Context: an optimization exercise on an open-source flow, tuned for small area. The choices shown serve that exercise and are no tape-out recipe.
The RTL was checked by simulation tests, not by an equivalence proof against the original design.
Power figures rest on the tool's default switching activity, not on a simulated workload.

--- design/flow/flow/area.abc ---
strash
&get -n
&st
&dch -f
&nf -a -R 1000
&put
mfs2
strash
&get -n
&st
&dch -f
&nf -a -R 1000
&put
mfs2
strash
&get -n
&st
&dch -f
&nf -a -R 1000
&put
mfs2
strash
&get -n
&st
&dch -f
&nf -a -R 1000
&put
mfs2
strash
&get -n
&st
&dch -f
&nf -a -R 1000
&put
mfs2
strash
&get -n
&st
&dch -f
&nf -a -R 1000
&put
mfs2
strash
&get -n
&st
&dch -f
&nf -a -R 1000
&put
mfs2
strash
&get -n
&st
&dch -f
&nf -a -R 1000
&put
mfs2
strash
&get -n
&st
&dch -f
&nf -a -R 1000
&put
mfs2
strash
&get -n
&st
&dch -f
&nf -a -R 1000
&put
mfs2
strash
&get -n
&st
&dch -f
&nf -a -R 1000
&put
mfs2
strash
&get -n
&st
&dch -f
&nf -a -R 1000
&put
mfs2
strash
&get -n
&st
&dch -f
&nf -a -R 1000
&put
mfs2
strash
&get -n
&st
&dch -f
&nf -a -R 1000
&put
mfs2
strash
&get -n
&st
&dch -f
&nf -a -R 1000
&put
mfs2
strash
&get -n
&st
&dch -f
&nf -a -R 1000
&put
mfs2
strash
&get -n
&st
&dch -f
&nf -a -R 1000
&put
mfs2
strash
&get -n
&st
&dch -f
&nf -a -R 1000
&put
mfs2
strash
&get -n
&st
&dch -f
&nf -a -R 1000
&put
mfs2
strash
&get -n
&st
&dch -f
&nf -a -R 1000
&put
mfs2
strash
&get -n
&st
&dch -f
&nf -a -R 1000
&put
mfs2
strash
&get -n
&st
&dch -f
&nf -a -R 1000
&put
mfs2
strash
&get -n
&st
&dch -f
&nf -a -R 1000
&put
mfs2
strash
&get -n
&st
&dch -f
&nf -a -R 1000
&put
mfs2
strash
&get -n
&st
&dch -f
&nf -a -R 1000
&put
mfs2
strash
&get -n
&st
&dch -f
&nf -a -R 1000
&put
mfs2
strash
&get -n
&st
&dch -f
&nf -a -R 1000
&put
mfs2
strash
&get -n
&st
&dch -f
&nf -a -R 1000
&put
mfs2
strash
&get -n
&st
&dch -f
&nf -a -R 1000
&put
mfs2
strash
&get -n
&st
&dch -f
&nf -a -R 1000
&put
mfs2
strash
&get -n
&st
&dch -f
&nf -a -R 1000
&put
mfs2
strash
&get -n
&st
&dch -f
&nf -a -R 1000
&put
mfs2
strash
&get -n
&st
&dch -f
&nf -a -R 1000
&put
mfs2
strash
&get -n
&st
&dch -f
&nf -a -R 1000
&put
mfs2
strash
&get -n
&st
&dch -f
&nf -a -R 1000
&put
mfs2
strash
&get -n
&st
&dch -f
&nf -a -R 1000
&put
mfs2
strash
&get -n
&st
&dch -f
&nf -a -R 1000
&put
mfs2
strash
&get -n
&st
&dch -f
&nf -a -R 1000
&put
mfs2
strash
&get -n
&st
&dch -f
&nf -a -R 1000
&put
mfs2
strash
&get -n
&st
&dch -f
&nf -a -R 1000
&put
mfs2
strash
&get -n
&st
&dch -f
&nf -a -R 1000
&put
mfs2
strash
&get -n
&st
&dch -f
&nf -a -R 1000
&put
mfs2
strash
&get -n
&st
&dch -f
&nf -a -R 1000
&put
mfs2
strash
&get -n
&st
&dch -f
&nf -a -R 1000
&put
mfs2
strash
&get -n
&st
&dch -f
&nf -a -R 1000
&put
mfs2
strash
&get -n
&st
&dch -f
&nf -a -R 1000
&put
mfs2
strash
&get -n
&st
&dch -f
&nf -a -R 1000
&put
mfs2
strash
&get -n
&st
&dch -f
&nf -a -R 1000
&put
mfs2
strash
&get -n
&st
&dch -f
&nf -a -R 1000
&put
mfs2
strash
&get -n
&st
&dch -f
&nf -a -R 1000
&put
mfs2
strash
&get -n
&st
&dch -f
&nf -a -R 1000
&put
mfs2
strash
&get -n
&st
&dch -f
&nf -a -R 1000
&put
mfs2
strash
&get -n
&st
&dch -f
&nf -a -R 1000
&put
mfs2
strash
&get -n
&st
&dch -f
&nf -a -R 1000
&put
mfs2
strash
&get -n
&st
&dch -f
&nf -a -R 1000
&put
mfs2
strash
&get -n
&st
&dch -f
&nf -a -R 1000
&put
mfs2
strash
&get -n
&st
&dch -f
&nf -a -R 1000
&put
mfs2
strash
&get -n
&st
&dch -f
&nf -a -R 1000
&put
mfs2
strash
&get -n
&st
&dch -f
&nf -a -R 1000
&put
mfs2
strash
&get -n
&st
&dch -f
&nf -a -R 1000
&put
--- design/flow/flow/extra.mk ---
export CTS_ARGS = -repair_clock_nets -dont_use_dummy_load -buf_list sky130_fd_sc_hd__clkbuf_8
export REMOVE_ABC_BUFFERS = 1
export ADDER_MAP_FILE =
--- design/flow/flow/area_synth.tcl ---
# The standard flow's synthesis (synth_recipe.tcl) with an area-oriented ABC script in place of ORFS's
# delay-oriented one; everything else, registers included, is as the standard synthesis makes it
proc abc {args} {
  set i [lsearch -exact $args -script]
  if {$i >= 0} { lset args [expr {$i + 1}] $::env(AREA_ABC_SCRIPT) }
  yosys abc {*}$args
}
source $::env(FLOW_SYNTH_TCL)
--- design/flow/constraint.sdc ---
create_clock -name core_clock -period 8.0 [get_ports {clk}]
set_input_delay 1.6000 -clock core_clock [delete_from_list [all_inputs] [get_ports {clk}]]
set_output_delay 1.6000 -clock core_clock [all_outputs]
set_load 0.01 [all_outputs]
--- design/flow/config.mk ---
export PLATFORM = sky130hd
export DESIGN_NAME = irsar_link_rx
export DESIGN_NICKNAME = irsar_link_rx
export VERILOG_FILES = /design/flow/design.v
export SDC_FILE = /design/flow/constraint.sdc
export NUM_CORES = 4
export LEC_CHECK = 0
export CAP_MARGIN = 20
export CORE_MARGIN = 2
export CORE_UTILIZATION = 40
export GPL_TIMING_DRIVEN = 0
export SLEW_MARGIN = 20
export BUFFER_PORTS_ARGS = -buffer_cell sky130_fd_sc_hd__buf_1
export CTS_ARGS = -repair_clock_nets -dont_use_dummy_load -buf_list sky130_fd_sc_hd__clkbuf_8
export REMOVE_ABC_BUFFERS = 1
export ADDER_MAP_FILE =
--- design/flow/design.v ---
module irsar_dec8b10b (
    input  wire [9:0] code,
    input  wire       rd_in,       
    output wire       code_err,
    output wire       is_k,        
    output wire       is_k285,
    output wire       is_k277,
    output wire [7:0] data,        
    output wire       rd_out       
);
    wire [5:0] s6 = code[9:4];     
    wire [3:0] s4 = code[3:0];     
    reg pos6, neg6;
    always @* begin
        case (s6)
            6'b000111: pos6 = 1'd1;
            6'b001111: pos6 = 1'd1;
            6'b010111: pos6 = 1'd1;
            6'b011011: pos6 = 1'd1;
            6'b011101: pos6 = 1'd1;
            6'b011110: pos6 = 1'd1;
            6'b011111: pos6 = 1'd1;
            6'b100111: pos6 = 1'd1;
            6'b101011: pos6 = 1'd1;
            6'b101101: pos6 = 1'd1;
            6'b101110: pos6 = 1'd1;
            6'b101111: pos6 = 1'd1;
            6'b110011: pos6 = 1'd1;
            6'b110101: pos6 = 1'd1;
            6'b110110: pos6 = 1'd1;
            6'b110111: pos6 = 1'd1;
            6'b111001: pos6 = 1'd1;
            6'b111010: pos6 = 1'd1;
            6'b111011: pos6 = 1'd1;
            6'b111100: pos6 = 1'd1;
            6'b111101: pos6 = 1'd1;
            6'b111110: pos6 = 1'd1;
            6'b111111: pos6 = 1'd1;
            default: pos6 = 1'd0;
        endcase
    end
    always @* begin
        case (s6)
            6'b000000: neg6 = 1'd1;
            6'b000001: neg6 = 1'd1;
            6'b000010: neg6 = 1'd1;
            6'b000011: neg6 = 1'd1;
            6'b000100: neg6 = 1'd1;
            6'b000101: neg6 = 1'd1;
            6'b000110: neg6 = 1'd1;
            6'b001000: neg6 = 1'd1;
            6'b001001: neg6 = 1'd1;
            6'b001010: neg6 = 1'd1;
            6'b001100: neg6 = 1'd1;
            6'b010000: neg6 = 1'd1;
            6'b010001: neg6 = 1'd1;
            6'b010010: neg6 = 1'd1;
            6'b010100: neg6 = 1'd1;
            6'b011000: neg6 = 1'd1;
            6'b100000: neg6 = 1'd1;
            6'b100001: neg6 = 1'd1;
            6'b100010: neg6 = 1'd1;
            6'b100100: neg6 = 1'd1;
            6'b101000: neg6 = 1'd1;
            6'b110000: neg6 = 1'd1;
            6'b111000: neg6 = 1'd1;
            default: neg6 = 1'd0;
        endcase
    end
    wire rd6 = pos6 || (rd_in && !neg6);
    wire pos4 = (s4 == 4'b0111 || s4 == 4'b1011 || s4 == 4'b1101 || s4 == 4'b1110 || s4 == 4'b1111 || s4 == 4'b0011);
    wire neg4 = (s4 == 4'b1000 || s4 == 4'b0100 || s4 == 4'b0010 || s4 == 4'b0001 || s4 == 4'b0000 || s4 == 4'b1100);
    assign rd_out = pos4 || (rd6 && !neg4);
    reg [4:0] x;
    reg [2:0] y;
    always @* begin
        case (s6)
            6'b000000: x = 5'd0;
            6'b000001: x = 5'd0;
            6'b000010: x = 5'd16;
            6'b000011: x = 5'd16;
            6'b000100: x = 5'd8;
            6'b000101: x = 5'd23;
            6'b000110: x = 5'd8;
            6'b000111: x = 5'd7;
            6'b001000: x = 5'd4;
            6'b001001: x = 5'd27;
            6'b001010: x = 5'd4;
            6'b001011: x = 5'd20;
            6'b001100: x = 5'd24;
            6'b001101: x = 5'd12;
            6'b001110: x = 5'd28;
            6'b001111: x = 5'd28;
            6'b010000: x = 5'd2;
            6'b010001: x = 5'd29;
            6'b010010: x = 5'd2;
            6'b010011: x = 5'd18;
            6'b010100: x = 5'd31;
            6'b010101: x = 5'd10;
            6'b010110: x = 5'd26;
            6'b010111: x = 5'd15;
            6'b011000: x = 5'd0;
            6'b011001: x = 5'd6;
            6'b011010: x = 5'd22;
            6'b011011: x = 5'd16;
            6'b011100: x = 5'd14;
            6'b011101: x = 5'd1;
            6'b011110: x = 5'd30;
            6'b011111: x = 5'd30;
            6'b100000: x = 5'd1;
            6'b100001: x = 5'd30;
            6'b100010: x = 5'd1;
            6'b100011: x = 5'd17;
            6'b100100: x = 5'd16;
            6'b100101: x = 5'd9;
            6'b100110: x = 5'd25;
            6'b100111: x = 5'd0;
            6'b101000: x = 5'd15;
            6'b101001: x = 5'd5;
            6'b101010: x = 5'd21;
            6'b101011: x = 5'd31;
            6'b101100: x = 5'd13;
            6'b101101: x = 5'd2;
            6'b101110: x = 5'd29;
            6'b101111: x = 5'd29;
            6'b110000: x = 5'd3;
            6'b110001: x = 5'd3;
            6'b110010: x = 5'd19;
            6'b110011: x = 5'd24;
            6'b110100: x = 5'd11;
            6'b110101: x = 5'd4;
            6'b110110: x = 5'd27;
            6'b110111: x = 5'd27;
            6'b111000: x = 5'd7;
            6'b111001: x = 5'd8;
            6'b111010: x = 5'd23;
            6'b111011: x = 5'd23;
            6'b111100: x = 5'd15;
            6'b111101: x = 5'd15;
            6'b111110: x = 5'd31;
            6'b111111: x = 5'd31;
            default: x = 5'd0;
        endcase
    end
    always @* begin
        case (s4)
            4'b0000: y = 3'd7;
            4'b0001: y = 3'd7;
            4'b0010: y = 3'd4;
            4'b0011: y = 3'd3;
            4'b0100: y = 3'd0;
            4'b0101: y = 3'd2;
            4'b0110: y = 3'd6;
            4'b0111: y = 3'd7;
            4'b1000: y = 3'd7;
            4'b1001: y = 3'd1;
            4'b1010: y = 3'd5;
            4'b1011: y = 3'd0;
            4'b1100: y = 3'd3;
            4'b1101: y = 3'd4;
            4'b1110: y = 3'd7;
            4'b1111: y = 3'd7;
            default: y = 3'd0;
        endcase
    end
    reg v6n, v6p;
    always @* begin
        case (s6)
            6'b001011: v6n = 1'd1;
            6'b001101: v6n = 1'd1;
            6'b001110: v6n = 1'd1;
            6'b001111: v6n = 1'd1;
            6'b010011: v6n = 1'd1;
            6'b010101: v6n = 1'd1;
            6'b010110: v6n = 1'd1;
            6'b010111: v6n = 1'd1;
            6'b011001: v6n = 1'd1;
            6'b011010: v6n = 1'd1;
            6'b011011: v6n = 1'd1;
            6'b011100: v6n = 1'd1;
            6'b011101: v6n = 1'd1;
            6'b011110: v6n = 1'd1;
            6'b100011: v6n = 1'd1;
            6'b100101: v6n = 1'd1;
            6'b100110: v6n = 1'd1;
            6'b100111: v6n = 1'd1;
            6'b101001: v6n = 1'd1;
            6'b101010: v6n = 1'd1;
            6'b101011: v6n = 1'd1;
            6'b101100: v6n = 1'd1;
            6'b101101: v6n = 1'd1;
            6'b101110: v6n = 1'd1;
            6'b110001: v6n = 1'd1;
            6'b110010: v6n = 1'd1;
            6'b110011: v6n = 1'd1;
            6'b110100: v6n = 1'd1;
            6'b110101: v6n = 1'd1;
            6'b110110: v6n = 1'd1;
            6'b111000: v6n = 1'd1;
            6'b111001: v6n = 1'd1;
            6'b111010: v6n = 1'd1;
            default: v6n = 1'd0;
        endcase
    end
    always @* begin
        case (s6)
            6'b000101: v6p = 1'd1;
            6'b000110: v6p = 1'd1;
            6'b000111: v6p = 1'd1;
            6'b001001: v6p = 1'd1;
            6'b001010: v6p = 1'd1;
            6'b001011: v6p = 1'd1;
            6'b001100: v6p = 1'd1;
            6'b001101: v6p = 1'd1;
            6'b001110: v6p = 1'd1;
            6'b010001: v6p = 1'd1;
            6'b010010: v6p = 1'd1;
            6'b010011: v6p = 1'd1;
            6'b010100: v6p = 1'd1;
            6'b010101: v6p = 1'd1;
            6'b010110: v6p = 1'd1;
            6'b011000: v6p = 1'd1;
            6'b011001: v6p = 1'd1;
            6'b011010: v6p = 1'd1;
            6'b011100: v6p = 1'd1;
            6'b100001: v6p = 1'd1;
            6'b100010: v6p = 1'd1;
            6'b100011: v6p = 1'd1;
            6'b100100: v6p = 1'd1;
            6'b100101: v6p = 1'd1;
            6'b100110: v6p = 1'd1;
            6'b101000: v6p = 1'd1;
            6'b101001: v6p = 1'd1;
            6'b101010: v6p = 1'd1;
            6'b101100: v6p = 1'd1;
            6'b110000: v6p = 1'd1;
            6'b110001: v6p = 1'd1;
            6'b110010: v6p = 1'd1;
            6'b110100: v6p = 1'd1;
            default: v6p = 1'd0;
        endcase
    end
    wire ok6 = rd_in ? v6p : v6n;
    wire ok4 = rd6 ? (s4 == 4'b0100 || s4 == 4'b1001 || s4 == 4'b0101 || s4 == 4'b0011 ||
                      s4 == 4'b0010 || s4 == 4'b1010 || s4 == 4'b0110 || s4 == 4'b0001 || s4 == 4'b1000)
                   : (s4 == 4'b1011 || s4 == 4'b1001 || s4 == 4'b0101 || s4 == 4'b1100 ||
                      s4 == 4'b1101 || s4 == 4'b1010 || s4 == 4'b0110 || s4 == 4'b1110 || s4 == 4'b0111);
    wire p7 = rd6 ? (s4 == 4'b0001) : (s4 == 4'b1110);    
    wire a7 = rd6 ? (s4 == 4'b1000) : (s4 == 4'b0111);    
    wire needs = rd6 ? (s6 == 6'b110100 || s6 == 6'b101100 || s6 == 6'b011100)
                     : (s6 == 6'b100011 || s6 == 6'b010011 || s6 == 6'b001011);
    wire k28 = (s6[3] == s6[2]) && (s6[2] == s6[1]) && (s6[1] == s6[0]);    
    wire kx  = (s6 == 6'b111010 || s6 == 6'b000101 || s6 == 6'b110110 || s6 == 6'b001001);  
    assign code_err = !ok6 || !ok4 || (k28 && s4 != (rd6 ? 4'b1010 : 4'b0101)) ||
                      (p7 && needs) || (a7 && !needs && !kx);
    assign is_k285 = !code_err && k28;
    assign is_k    = !code_err && (k28 || (a7 && kx));
    assign is_k277 = !code_err && a7 && kx && !x[2];
    assign data = {y, x};
endmodule
module irsar_link_rx (
    input  wire        clk,
    input  wire        rst,           
    input  wire        sym_valid,
    input  wire [9:0]  sym,           
    output wire        pay_valid,
    output wire [7:0]  pay_data,
    output reg  [6:0]  pay_index,
    output wire        hdr_valid,
    output wire [7:0]  hdr_opc,
    output wire [7:0]  hdr_hop,
    output wire [2:0]  hdr_tag,
    output wire        hdr_rsp,
    output wire        hdr_late,
    output wire        hdr_lin,
    output reg  [6:0]  hdr_len,
    output wire        frm_done,
    output wire        frm_ok,
    output wire [2:0]  frm_err,
    output wire [15:0] frm_crc,
    output reg         in_frame,
    output reg         rd_pos,
    output wire [15:0] cnt_ok,
    output wire [15:0] cnt_rej,
    output wire [15:0] cnt_cerr
);
    localparam [15:0] CRC_POLY = 16'hBAAD;
    wire       c_err, c_k, c_k285, c_k277, rd_next;
    wire [7:0] c_data;
    irsar_dec8b10b u_dec (
        .code     (sym),
        .rd_in    (rd_pos),
        .code_err (c_err),
        .is_k     (c_k),
        .is_k285  (c_k285),
        .is_k277  (c_k277),
        .data     (c_data),
        .rd_out   (rd_next)
    );
    wire c_k237 = c_k && !c_k285 && !c_k277;
    wire c_dat  = !c_err && !c_k;
    reg [2:0]  st;
    reg        last_v;        
    reg [15:0] crc;
    reg [7:0]  byte_a, byte_b;
    assign hdr_opc   = byte_a;
    assign hdr_hop   = byte_b;
    assign hdr_tag   = pay_index[5:3];
    assign hdr_rsp   = pay_index[2];
    assign hdr_late  = pay_index[1];
    assign hdr_lin   = pay_index[0];
    assign pay_data  = byte_b;
    assign frm_crc   = {byte_a, byte_b};
    assign frm_err   = hdr_len[2:0];
    assign frm_ok    = (frm_err == 3'd0);
    assign pay_valid = last_v && in_frame && (st == 3'd6);
    assign hdr_valid = last_v && in_frame && (st == 3'd4);
    assign frm_done  = last_v && !in_frame && st[1];
    reg [15:0] crc_next;
    integer i;
    always @* begin
        crc_next = crc ^ {c_data, 8'h00};
        for (i = 0; i < 8; i = i + 1)
            crc_next = crc_next[15] ? ((crc_next << 1) ^ CRC_POLY) : (crc_next << 1);
    end
    reg  [6:0] idx_inc;
    reg  [7:0] idx_cy;
    integer j;
    always @* begin
        idx_cy[0] = 1'b1;
        for (j = 0; j < 7; j = j + 1) begin
            idx_inc[j]  = pay_index[j] ^ idx_cy[j];
            idx_cy[j+1] = pay_index[j] & idx_cy[j];
        end
    end
    wire       len_bad  = c_data[7] || (c_data[6] && c_data[5] && (c_data[4:0] != 5'd0));    
    wire       s_hdr0   = (st == 3'd0);
    wire       s_hdr1   = (st == 3'd1);
    wire       s_hdr2   = (st == 3'd2);
    wire       s_hdr3   = (st == 3'd3);
    wire       s_pay    = st[2] && !st[0];              
    wire       s_crc2   = (st == 3'd5);
    wire [6:0] idx_next = st[1] ? idx_inc : 7'd0;       
    wire       pay_last = (idx_next == hdr_len);        
    wire       crc_good = (crc[7:0] == 8'h00) && (c_data == crc[15:8]);
    wire res    = in_frame ? (!c_dat || (s_hdr3 && len_bad) || s_crc2)
                           : (c_k277 && !st[0]);
    wire res_ok = in_frame && c_dat && s_crc2 && crc_good;
    wire [2:0] res_code = {!in_frame || (c_dat && st[2] && !crc_good),
                           in_frame && !c_err && (c_k || s_hdr3),
                           !in_frame || !c_dat};
    irsar_satcnt u_cnt_ok   (.clk(clk), .rst(rst), .inc(sym_valid && res && res_ok),  .q(cnt_ok));
    irsar_satcnt u_cnt_rej  (.clk(clk), .rst(rst), .inc(sym_valid && res && !res_ok), .q(cnt_rej));
    irsar_satcnt u_cnt_cerr (.clk(clk), .rst(rst), .inc(sym_valid && c_err),          .q(cnt_cerr));
    reg       in_frame_n;
    reg [2:0] st_n;
    always @* begin
        in_frame_n = in_frame;
        st_n       = st;
        if (!in_frame) begin
            st_n[1] = res;
            if (c_k277) begin
                in_frame_n = st[0];            
                st_n       = {1'b0, !st[0], 1'b0};
            end else if (!c_k237) begin
                st_n[0] = c_k285;
            end
        end else if (res) begin
            in_frame_n = 1'b0;
            st_n       = {2'b01, c_k285};
        end else if (s_pay) begin
            st_n = pay_last ? 3'd5 : 3'd6;
        end else begin
            st_n = st + 3'd1;
        end
    end
    always @(posedge clk) begin
        if (rst) begin
            in_frame <= 1'b0;
            st[0]    <= 1'b0;
            rd_pos   <= 1'b0;
            last_v   <= 1'b0;
        end else begin
            last_v <= sym_valid;
            if (sym_valid) begin
                rd_pos   <= rd_next;
                in_frame <= in_frame_n;
                st[0]    <= st_n[0];
            end
        end
    end
    always @(posedge clk) begin
        if (sym_valid)
            st[2:1] <= st_n[2:1];
        if (!in_frame)
            crc <= 16'hFFFF;
        else if (sym_valid)
            crc <= crc_next;
        if (sym_valid && s_hdr2)
            pay_index <= {1'b0, c_data[7:2]};
        else if (sym_valid && s_pay)
            pay_index <= idx_next;
        if (sym_valid && res)
            hdr_len[2:0] <= res_code;
        else if (sym_valid && s_hdr3)
            hdr_len[2:0] <= c_data[2:0];
        if (sym_valid && s_hdr3)
            hdr_len[6:3] <= c_data[6:3];
        if (sym_valid && (s_hdr0 || (s_pay && pay_last)))
            byte_a <= c_data;
        if (sym_valid && (s_hdr1 || st[2]))
            byte_b <= c_data;
    end
endmodule
module irsar_satcnt (
    input  wire        clk,
    input  wire        rst,
    input  wire        inc,
    output reg  [15:0] q
);
    wire       lo_ones = &q[7:0];
    reg [16:0] t;       
    reg [15:0] n;
    integer k;
    always @* begin
        t[0] = inc;
        for (k = 0; k < 8; k = k + 1)
            t[k+1] = t[k] & q[k];
        t[8] = inc & lo_ones;
        for (k = 8; k < 16; k = k + 1)
            t[k+1] = t[k] & q[k];
        for (k = 0; k < 16; k = k + 1)
            n[k] = (q[k] ^ t[k]) | t[16];     
    end
    always @(posedge clk)
        if (rst) q <= 16'h0000;
        else     q <= n;
endmodule
--- design/flow/standard.sh ---
#!/bin/bash
# synth_recipe.tcl (not shown) runs the flow's synth.tcl, then flattens the netlist and writes it again
# the make line also repeats each setting of config.mk as NAME=value (left out here)
make -C /OpenROAD-flow-scripts/flow DESIGN_CONFIG=/design/flow/config.mk WORK_HOME=/design/flow/orfs CLKGATE_MAP_FILE= SYNTH_SCRIPT=/design/flow/synth_recipe.tcl "${@:-finish}"
--- design/flow/flow/run.sh ---
#!/bin/bash
# Layout flow: the standard ORFS flow (standard.sh) with three changes that only make
# the layout smaller:
#  - synthesis is the standard flow's own script with an area-oriented ABC mapping script (area.abc)
#    in place of ORFS's delay-oriented one; registers come out as in the standard synthesis
#  - the port buffers are the smallest buffer cell (each output drives a fixed 0.01 pF)
#  - extra ORFS settings from extra.mk, if present
set -euo pipefail
here=$(pwd)
export AREA_ABC_SCRIPT=$here/flow/area.abc
export FLOW_SYNTH_TCL=$here/synth_recipe.tcl
cat >> config.mk <<'CFG'
export BUFFER_PORTS_ARGS = -buffer_cell sky130_fd_sc_hd__buf_1
CFG
if [[ -f flow/extra.mk ]]; then cat flow/extra.mk >> config.mk; fi
bash standard.sh SYNTH_SCRIPT=$here/flow/area_synth.tcl finish > standard_flow.log 2>&1
==> impl_metrics.json, run 1 <==
{
  "max_stage_delay_ps": 510,
  "syn-cell-area_mm2": 0.00516,
  "synthToLayoutAreaGrowth_pct": 12.9,
  "cts_buffer_depth": 2,
  "die-area_mm2": 0.0138,
  "die_w_um": 118,
  "ys_seq_area_share_pct": 44.8,
  "status": "timing/DRC/antenna clean",
  "start_util_pct": 40.9,
  "synth_edf_count": 31,
  "tritoncts": "done",
  "core_area_mm2": 0.0126,
  "hpwl_um": 8950,
  "worst-r2r-setup-slack_ps": 2870,
  "grt_max_degree": 36,
  "setup_viol": 0,
  "cts_made_buffers": 9,
  "vias": 4483,
  "rows": 41,
  "ctsHtreeMaxLevel": 3,
  "fin_nets": 690,
  "p_leak_uw": 0.00196,
  "timing.rr.end": "u_cnt_rej.q[2]",
  "required_ps": 8270,
  "post-route-period-util_pct": 94.3,
  "p_per_area_mw_per_mm2": 174,
  "maxCapViolations": 0,
  "postCtsHoldBufs": 0,
  "ff2ff_path_depth": 25,
  "endpoint_kind": "flop",
  "grt_antenna_before_repair": 0,
  "yosysUniqueCellTypes": 50,
  "crit_type": "in -> reg",
  "first_global_vias": 4114,
  "final_hold_viol_count": 0,
  "worstHoldStart": "pay_index[6]",
  "yosys_warnings": 3,
  "die_h_um": 118,
  "utilization_pct": 46.2,
  "comb_power_share_pct": 20.8,
  "syn_inst": 569,
  "skew_ps": 22.7,
  "dpl-instance-area_mm2": 0.00564,
  "p_seq_share_pct": 53.5,
  "antenna_cells": 0,
  "p_sw_uw": 298,
  "start_kind": "input pin",
  "ys.flop_type": "dfxtp_1",
  "vias_per_cell": 5.29,
  "wl_um": 12300,
  "crit_family": "simple AND/OR/NAND/NOR gates",
  "pwr-share-clk_pct": 25.8,
  "ys_seq_elements": 100,
  "first_pass_iters": 5,
  "intPower_uw": 718,
  "crit_arrival_ps": 7810,
  "num_io_pins": 130,
  "maxSlewHeadroom_pct": 38.5,
  "grt_pass1_wl_um": 20300,
  "hp-class": "reg -> reg",
  "root_buffer": "clkbuf_8",
  "remaining_drc_errors": 0,
  "crit_fanout": 14,
  "swShare_pct": 29.3,
  "r2r_start": "rd_pos",
  "synth_top_area_share_pct": 26.7,
  "drive_gt1_share_pct": 4.00,
  "slowest_stage": "or4_1",
  "worst_hold_path.endpoint": "pay_index[6]",
  "synth.most_common_cell": "dfxtp_1",
  "async_reset_ff_share_pct": 0,
  "ys_top_cells_by_count": "69 x dfxtp_1, 67 x a21oi_1, 55 x nor2_1",
  "cts.sinks": 100,
  "portBuffers": 129,
  "peakVddDrop_v": 0.0000936,
  "clkLatencyLatePin_ps": 380,
  "track_usage_pct": 17.9,
  "cp_num_buf_inv": 2,
  "rsz0062_at_grt": "yes",
  "synth_top_cell_by_area": "dfxtp_1",
  "post_cts_buffers": 0,
  "path_clk_slew_ps": 90,
  "drt_iter0_drc": 211,
  "post_cts_resize_count": 10,
  "hold_depth": 2,
  "grt_overflow": 0,
  "wl_per_cell_um": 14.5,
  "max_freq_ghz": 0.133,
  "slew_viol_final": 0,
  "gp_congestion": 0.879,
  "drt.antenna.violating_nets": 0,
  "synth_area_leaders": "dfxtp_1 27%, edfxtp_1 18%, xnor2_1 7.8%, a21oi_1 6.5%, xor2_1 5.4%",
  "worst_path_most_repeated_cell": "and3_1",
  "min_period_ps": 7540,
  "worst_pin_slew_ps": 918,
  "syn_area_per_cell_um2": 9.08,
  "finalInstanceArea_mm2": 0.00583
}
==> power groups by stage <==
stage | registers, uW | clock network [uW] | logic, uW
global placement | 554 | 0 | 202
detailed placement | 555 | 0 | 205
CTS | 543 | 268 | 208
finish | 543 | 262 | 211
global route | 544 | 293 | 233
floorplan | 561 | 0 | 140
==> flip-flops by register name, indices dropped and copies added (netlist names) <==
name and flops:
pay_index 7, in_frame 1, u_cnt_cerr.q 16, crc 16, last_v 1, byte_a 8, u_cnt_rej.q 16, st 3
hdr_len 7, u_cnt_ok.q 16, rd_pos 1, byte_b 8
==> cells by family (layout without fill, tap and decap cells) <==
group,after synthesis,after routing,synth area share (%)
xor gates and xnor gates,78,78,13.2
AOI/OAI and AO/OA,154,154,18.4
and+or+nand+nor,181,181,16.7
buffers and inverters,52,158,6.18
muxes,4,4,0.799
DFF,100,100,44.8
==> per-layer routing <==
layer  part of all wire (%)  wire [um]  up-vias  global-route usage [%]
li1                       -          -     2207                       -
met1                     45       5500     2100                    22.3
met2                     48       5910      159                    29.9
met3                    5.9        732       17                    4.46
met4                    1.4        169        0                    6.40
met5                      0          0        -                       0
==> how the worst max path moves through the flow <==
stage / from / to / slack (ps) / cells past startpoint
6_report: sym[4] / u_cnt_rej.q[2] / 460 / 29
5_1_grt: sym[4] / u_cnt_rej.q[2] / -6 / 32
4_1_cts: sym[8] / u_cnt_rej.q[2] / 50 / 29
3_5_place_dp: sym[7] / u_cnt_rej.q[6] / -1170 / 30
3_3_place_gp: sym[6] / u_cnt_rej.q[4] / -1170 / 30
2_1_floorplan: sym[6] / u_cnt_rej.q[2] / 520 / 29
==> layout make-up <==
| type | instances | area [um^2] |
|---|---|---|
| Clock buffer | 9 | 124 |
| Fill cell | 1221 | 6790 |
| Inverter | 19 | 71.3 |
| Multi-Input combinational cell | 417 | 2590 |
| Sequential cell | 100 | 2310 |
| Tap cell | 172 | 215 |
| Timing Repair Buffer | 130 | 518 |
==> tightest hold or removal path, cell delays in order (launching register included) <==
cell	delay, ps
dfxtp_1	320
clkinv_1	60
o21ai_0	70
==> placed cells by master, fill, tap and decap left out, types with 2 or more instances in the layout <==
cell      netlist  layout
a211oi_1        2       2
a21o_1          9       9
a21oi_1        67      67
a31oi_1         6       6
and2_0          2       2
and3_1         15      15
buf_1           0     122
buf_2           0       3
clkbuf_2        0       2
clkbuf_4        0       2
clkbuf_8        0       9
clkinv_1       19      18
dfxtp_1        69      69
edfxtp_1       31      31
mux2i_1         3       3
nand2_1        48      47
nand2b_1        7       7
nand3_1        14      14
nand3b_1        2       2
nand4_1         3       3
nor2_1         55      53
nor2_2          0       2
nor2b_1         8       6
nor2b_2         0       2
nor3_1          9       8
nor4_1          3       3
o211ai_1        2       2
o21a_1          6       6
o21ai_0        26      24
o22a_1         15      15
o22ai_1         4       4
o31ai_1         2       2
or2_0           7       7
or4_1           3       3
xnor2_1        46      46
xor2_1         32      31
==> through the flow <==
step                      setup TNS [ps]  total power [uW]  hold slack (ps)  setup slack (ps)  cells
final                                  0              1020              494               455    847
after global routing               -5.79              1070              524             -5.79    847
after CTS                              0              1020              498              47.4    847
after detailed placement          -20490               760              476             -1170    838
after global placement            -20250               756              464             -1170    837
after floorplan                        0               702              478               515    536
==> run 2: changes to the inputs <==
==> design/flow/flow/extra.mk (replaced) <==
export CTS_ARGS = -sink_clustering_enable -repair_clock_nets -dont_use_dummy_load -root_buf sky130_fd_sc_hd__clkbuf_8 -buf_list sky130_fd_sc_hd__clkbuf_4 -sink_clustering_size 24 -sink_clustering_max_diameter 60
export REMOVE_ABC_BUFFERS = 1
export ADDER_MAP_FILE =
--- a/design/flow/config.mk
+++ b/design/flow/config.mk
@@ -13,3 +13,3 @@
 export BUFFER_PORTS_ARGS = -buffer_cell sky130_fd_sc_hd__buf_1
-export CTS_ARGS = -repair_clock_nets -dont_use_dummy_load -buf_list sky130_fd_sc_hd__clkbuf_8
+export CTS_ARGS = -sink_clustering_enable -repair_clock_nets -dont_use_dummy_load -root_buf sky130_fd_sc_hd__clkbuf_8 -buf_list sky130_fd_sc_hd__clkbuf_4 -sink_clustering_size 24 -sink_clustering_max_diameter 60
 export REMOVE_ABC_BUFFERS = 1
==> run 2 against run 1 <==
Critical path depth did not move. Setup slack did not move. Total power is the same. Sequential cell count unchanged. Combinational power about the same. Clock power hardly changed. Sequential share of layout area stayed put. Wire length stayed put. Via count did not move. Synthesized cell count unchanged. Non-clock buffer count unchanged. Largest cell class unchanged. Largest power group unchanged.
==> impl_metrics.json, run 2 <==
{
  "grt_antenna_before_repair": 0,
  "root_buffer": "clkbuf_8",
  "tritoncts": "done",
  "crit_type": "in -> reg",
  "skew_ps": 22.7,
  "synth.most_common_cell": "dfxtp_1",
  "start_util_pct": 40.9,
  "slowest_stage": "or4_1",
  "synth_area_leaders": "dfxtp_1 27%, edfxtp_1 18%, xnor2_1 7.8%, a21oi_1 6.5%, xor2_1 5.4%",
  "syn_inst": 569,
  "slew_viol_final": 0,
  "ys_seq_elements": 100,
  "rsz0062_at_grt": "yes",
  "layout_setup_ws_ps": 455,
  "async_reset_ff_share_pct": 0,
  "post-route-period-util_pct": 94.3,
  "synth_top_area_share_pct": 26.7,
  "endpoint_kind": "flop",
  "cts_buffer_depth": 2,
  "hp-class": "reg -> reg",
  "status": "timing/DRC/antenna clean",
  "vias_per_cell": 5.29,
  "num_io_pins": 130,
  "instances_no_fill": 847,
  "postCtsHoldBufs": 0,
  "path_clk_slew_ps": 90,
  "comb_power_share_pct": 20.8,
  "antenna_cells": 0,
  "final_hold_viol_count": 0,
  "fin_nets": 690,
  "intPower_uw": 718,
  "post_cts_buffers": 0,
  "p_leak_uw": 0.00196,
  "ys_top_cells_by_count": "69 x dfxtp_1, 67 x a21oi_1, 55 x nor2_1",
  "cp_num_buf_inv": 2,
  "first_pass_iters": 5,
  "crit_arrival_ps": 7810,
  "pre_cts_slack_ps": -1170,
  "p_seq_share_pct": 53.5,
  "start_kind": "input pin",
  "portBuffers": 129,
  "wl_um": 12300,
  "clkLatencyLatePin_ps": 380,
  "syn-cell-area_mm2": 0.00516,
  "hold_depth": 2,
  "setup_viol": 0,
  "maxSlewHeadroom_pct": 38.5,
  "crit_family": "simple AND/OR/NAND/NOR gates",
  "drt.antenna.violating_nets": 0,
  "pwr-share-clk_pct": 25.8,
  "synth_top_cell_by_area": "dfxtp_1",
  "yosysUniqueCellTypes": 50,
  "worst_path_most_repeated_cell": "and3_1",
  "gp_congestion": 0.879,
  "die-area_mm2": 0.0138,
  "ff2ff_path_depth": 25,
  "die_w_um": 118,
  "fillerInstances": 1221,
  "swShare_pct": 29.3,
  "ys.flop_type": "dfxtp_1",
  "layout_commonest_cell": "buf_1",
  "layout_common_cells": "122 x buf_1, 69 x dfxtp_1, 67 x a21oi_1, 53 x nor2_1, 47 x nand2_1",
  "maxCapViolations": 0,
  "synth_edf_count": 31,
  "vias": 4483,
  "cts_made_buffers": 9,
  "dp_cells": 838,
  "peakVddDrop_v": 0.0000936,
  "p_per_area_mw_per_mm2": 174,
  "grt_overflow": 0,
  "wl_per_cell_um": 14.5,
  "min_period_ps": 7540,
  "die_h_um": 118,
  "ys_seq_area_share_pct": 44.8,
  "rows": 41,
  "grt_pass1_wl_um": 20300,
  "p_sw_uw": 298,
  "remaining_drc_errors": 0,
  "required_ps": 8270,
  "crit_fanout": 14,
  "cts.sinks": 100,
  "synthToLayoutAreaGrowth_pct": 12.9,
  "worst_pin_slew_ps": 918,
  "hpwl_um": 8950,
  "first_global_vias": 4114,
  "yosys_warnings": 3,
  "track_usage_pct": 17.9,
  "drt_iter0_drc": 211,
  "max_freq_ghz": 0.133,
  "core_area_mm2": 0.0126,
  "max_stage_delay_ps": 510,
  "grt_max_degree": 36,
  "drive_gt1_share_pct": 4.00,
  "syn_area_per_cell_um2": 9.08,
  "crit_cells": 29,
  "ctsHtreeMaxLevel": 3
}
## run 2: cell counts after synthesis
Identical to the previous run, type by type.
## run 2: timing repair
item | in CTS | in global routing
endpoints found under the hold margin | 0 | 0
resized for setup | 10 | 12
setup endpoints to repair | 16 | 29
## run 2: cells by family after synthesis
logic type | count (synthesis) | share of synthesized area, %
compound gates | 154 | 18.4
mux | 4 | 0.799
flops | 100 | 44.8
xor+xnor | 78 | 13.2
simple gates | 181 | 16.7
buf+inv | 52 | 6.18
## run 2: worst min-delay path: cells and delay by family (launching register included)
family,cells,cell delay (ps)
compound gates,1,70
buf+inv,1,60
flops,1,320
## run 2: metal layers
metal	GRT usage [%]	vias to the layer above	wire, um
li1	-	2207	-
met1	22.3	2100	5500
met2	29.9	159	5910
met3	4.46	17	732
met4	6.40	0	169
met5	0	-	0
## run 2: stage by stage
stage               total power (uW)  utilization (%)  setup TNS (ps)  instance area (um^2)  hold WS [ps]
floorplan                        702                -               0                  4920           478
global placement                 756             44.5          -20250                  5620           464
detailed placement               760             44.7          -20490                  5640           476
CTS                             1020             45.9               0                  5790           498
global route                    1070             46.2           -5.79                  5830           524
finish                          1020             46.2               0                  5830           494
## run 2: power groups by stage
stage               clock network [uW]  registers, uW  logic (uW)
floorplan                            0            561         140
global placement                     0            554         202
detailed placement                   0            555         205
CTS                                268            543         208
global route                       293            544         233
finish                             262            543         211
## run 2: final timing paths
| path | start | end | slack, ps |
|---|---|---|---|
| max reg2reg | rd_pos | u_cnt_rej.q[2] | 2870 |
| min reg2reg | pay_index[6] | pay_index[6] | 490 |
| max | sym[4] | u_cnt_rej.q[2] | 460 |
| min | pay_index[6] | pay_index[6] | 490 |
## run 2: cell type report
type	instances	area, um^2	share of cell area, %
Multi-Input combinational cell	417	2590	44.4
Clock buffer	9	124	2.12
Tap cell	172	215	3.69
Sequential cell	100	2310	39.6
Inverter	19	71.3	1.22
Timing Repair Buffer	130	518	8.88
==> run 3: changes to the inputs <==
==> design/flow/flow/extra.mk (replaced) <==
export CTS_ARGS = -sink_clustering_enable -repair_clock_nets -dont_use_dummy_load -buf_list sky130_fd_sc_hd__clkbuf_8 -sink_clustering_size 30 -sink_clustering_max_diameter 200 -sink_clustering_levels 1
export REMOVE_ABC_BUFFERS = 1
export ADDER_MAP_FILE =
--- a/design/flow/config.mk
+++ b/design/flow/config.mk
@@ -13,3 +13,3 @@
 export BUFFER_PORTS_ARGS = -buffer_cell sky130_fd_sc_hd__buf_1
-export CTS_ARGS = -sink_clustering_enable -repair_clock_nets -dont_use_dummy_load -root_buf sky130_fd_sc_hd__clkbuf_8 -buf_list sky130_fd_sc_hd__clkbuf_4 -sink_clustering_size 24 -sink_clustering_max_diameter 60
+export CTS_ARGS = -sink_clustering_enable -repair_clock_nets -dont_use_dummy_load -buf_list sky130_fd_sc_hd__clkbuf_8 -sink_clustering_size 30 -sink_clustering_max_diameter 200 -sink_clustering_levels 1
 export REMOVE_ABC_BUFFERS = 1
==> run 3 against run 2 <==
Via count unchanged. Die area unchanged. Setup slack is the same. Largest cell class unchanged. Non-clock buffer count unchanged. Clock power is essentially flat. Still clean on timing, DRC and antenna. Register-to-register slack is essentially flat. Global-route usage stayed put. Clock skew did not move. Critical path depth did not move. Clock-buffer cell count unchanged. Synthesized cell count unchanged.
==> impl_metrics.json, run 3 <==
{
  "vias": 4483,
  "path_clk_slew_ps": 90,
  "clkLatencyLatePin_ps": 380,
  "die-area_mm2": 0.0138,
  "remaining_drc_errors": 0,
  "cts_made_buffers": 9,
  "yosys_warnings": 3,
  "root_buffer": "clkbuf_8",
  "synth_area_leaders": "dfxtp_1 27%, edfxtp_1 18%, xnor2_1 7.8%, a21oi_1 6.5%, xor2_1 5.4%",
  "ctsHtreeMaxLevel": 3,
  "antenna_cells": 0,
  "track_usage_pct": 17.9,
  "portBuffers": 129,
  "synthToLayoutAreaGrowth_pct": 12.9,
  "p_per_area_mw_per_mm2": 174,
  "grt_overflow": 0,
  "worst_path_most_repeated_cell": "and3_1",
  "ys_seq_elements": 100,
  "fin_nets": 690,
  "ys.flop_type": "dfxtp_1",
  "synth_top_cell_by_area": "dfxtp_1",
  "rows": 41,
  "hold-worst-slack_ps": 494,
  "rsz0062_at_grt": "yes",
  "grt_pass1_wl_um": 20300,
  "crit_fanout": 14,
  "vias_per_cell": 5.29,
  "power_uw": 1020,
  "ys_top_cells_by_count": "69 x dfxtp_1, 67 x a21oi_1, 55 x nor2_1",
  "required_ps": 8270,
  "final_hold_viol_count": 0,
  "setup_viol": 0,
  "die_h_um": 118,
  "status": "timing/DRC/antenna clean",
  "p_leak_uw": 0.00196,
  "async_reset_ff_share_pct": 0,
  "endpoint_kind": "flop",
  "maxCapViolations": 0,
  "max_freq_ghz": 0.133,
  "slew_viol_final": 0,
  "wl_per_cell_um": 14.5,
  "drt_iter0_drc": 211,
  "core_area_mm2": 0.0126,
  "synth_top_area_share_pct": 26.7,
  "layout_commonest_cell": "buf_1",
  "slowest_stage": "or4_1",
  "cts.sinks": 100,
  "grt_antenna_before_repair": 0,
  "peakVddDrop_v": 0.0000936,
  "skew_ps": 22.7,
  "syn_area_per_cell_um2": 9.08,
  "ys_seq_area_share_pct": 44.8,
  "synth.most_common_cell": "dfxtp_1",
  "first_pass_iters": 5,
  "post-route-period-util_pct": 94.3,
  "max_stage_delay_ps": 510,
  "first_global_vias": 4114,
  "crit_type": "in -> reg",
  "wl_um": 12300,
  "cts_buffer_depth": 2,
  "worst_pin_slew_ps": 918,
  "die_w_um": 118,
  "yosysUniqueCellTypes": 50,
  "grt_max_degree": 36,
  "maxSlewHeadroom_pct": 38.5,
  "start_kind": "input pin",
  "layout_setup_ws_ps": 455,
  "num_io_pins": 130,
  "gp_congestion": 0.879,
  "synth_edf_count": 31,
  "finalInstanceArea_mm2": 0.00583,
  "syn_inst": 569,
  "dpl-instance-area_mm2": 0.00564,
  "worst-r2r-setup-slack_ps": 2870,
  "syn-cell-area_mm2": 0.00516,
  "min_period_ps": 7540,
  "utilization_pct": 46.2,
  "pre_cts_slack_ps": -1170,
  "drt.antenna.violating_nets": 0,
  "hp-class": "reg -> reg",
  "tritoncts": "done",
  "start_util_pct": 40.9,
  "hpwl_um": 8950,
  "crit_arrival_ps": 7810,
  "drive_gt1_share_pct": 4.00,
  "layout_common_cells": "122 x buf_1, 69 x dfxtp_1, 67 x a21oi_1, 53 x nor2_1, 47 x nand2_1",
  "post_cts_buffers": 0
}
-- run 3: cell counts after synthesis --
No cell type changed its count.
-- run 3: worst max-delay path, delay by kind of cell --
kind            cells  cell delay, ps
compound gates      8            1610
mux                 1             420
buf+inv             2             270
simple gates       17            3670
xor+xnor            1             240
-- run 3: cell families (layout without fill, tap and decap cells) --
logic type	Yosys count	count (layout)	share of synthesized area [%]
muxes	4	4	0.799
DFF	100	100	44.8
buffers and inverters	52	158	6.18
AOI/OAI and AO/OA	154	154	18.4
and+or+nand+nor	181	181	16.7
xor gates and xnor gates	78	78	13.2
-- run 3: cell type report --
class | count | area, um^2
clock buffer | 9 | 124
sequential | 100 | 2310
inverter | 19 | 71.3
timing repair buffer | 130 | 518
multi-input combinational | 417 | 2590
fill | 1221 | 6790
tap | 172 | 215
-- run 3: path summary, 6_finish.rpt --
check,startpoint,end,cells after the start
min,pay_index[6],pay_index[6],2
min reg2reg,pay_index[6],pay_index[6],2
max reg2reg,rd_pos,u_cnt_rej.q[2],25
max,sym[4],u_cnt_rej.q[2],29
-- run 3: layer usage --
metal | wire, um | part of all wire [%] | track usage (%) | vias up
met3 | 732 | 5.9 | 4.46 | 17
li1 | - | - | - | 2207
met5 | 0 | 0 | 0 | -
met2 | 5910 | 48 | 29.9 | 159
met4 | 169 | 1.4 | 6.40 | 0
met1 | 5500 | 45 | 22.3 | 2100
-- run 3: power breakdown --
| part | total (uW) | switching, uW | internal (uW) |
|---|---|---|---|
| registers | 543 | 8.66 | 534 |
| logic | 211 | 128 | 82.4 |
| clock network | 262 | 161 | 101 |
| total | 1020 | 298 | 718 |
-- run 3: per-stage QoR --
stage	setup TNS (ps)	std cells
after floorplan	0	536
after global placement	-20250	837
after detailed placement	-20490	838
after CTS	0	847
after global routing	-5.79	847
final	0	847
-- run 3: what timing repair did --
action	CTS	global route
setup endpoints to repair	16	29
pin swaps	0	0
gates cloned	0	0
hold buffers	0	0
gates resized for setup	10	12

separate check: timing with driven ports:
The flow's constraints put no driver on any port. The routed layouts listed below were extracted and timed again, unchanged, in two steps. Step 1, drivers: a clkbuf_16 drives clk and a buf_2 each remaining input, both assumed. Step 2 also shifts input and output timing later by t, the mid clock arrival at the registers, as if the neighbouring blocks saw the same clock. Three values: ideal, step 1, step 2; two values: the first two.
| run | t, ns | slack for setup (ns) | clock arrival spread, ns |
|---|---|---|---|
| run 1 | 0.401 | 0.455 / 0.471 / 0.070 | 0.023 / 0.022 |
| run 2 | 0.401 | 0.455 / 0.471 / 0.070 | 0.023 / 0.022 |
| run 3 | 0.401 | 0.455 / 0.471 / 0.070 | 0.023 / 0.022 |
After both steps every run listed still meets setup and hold.
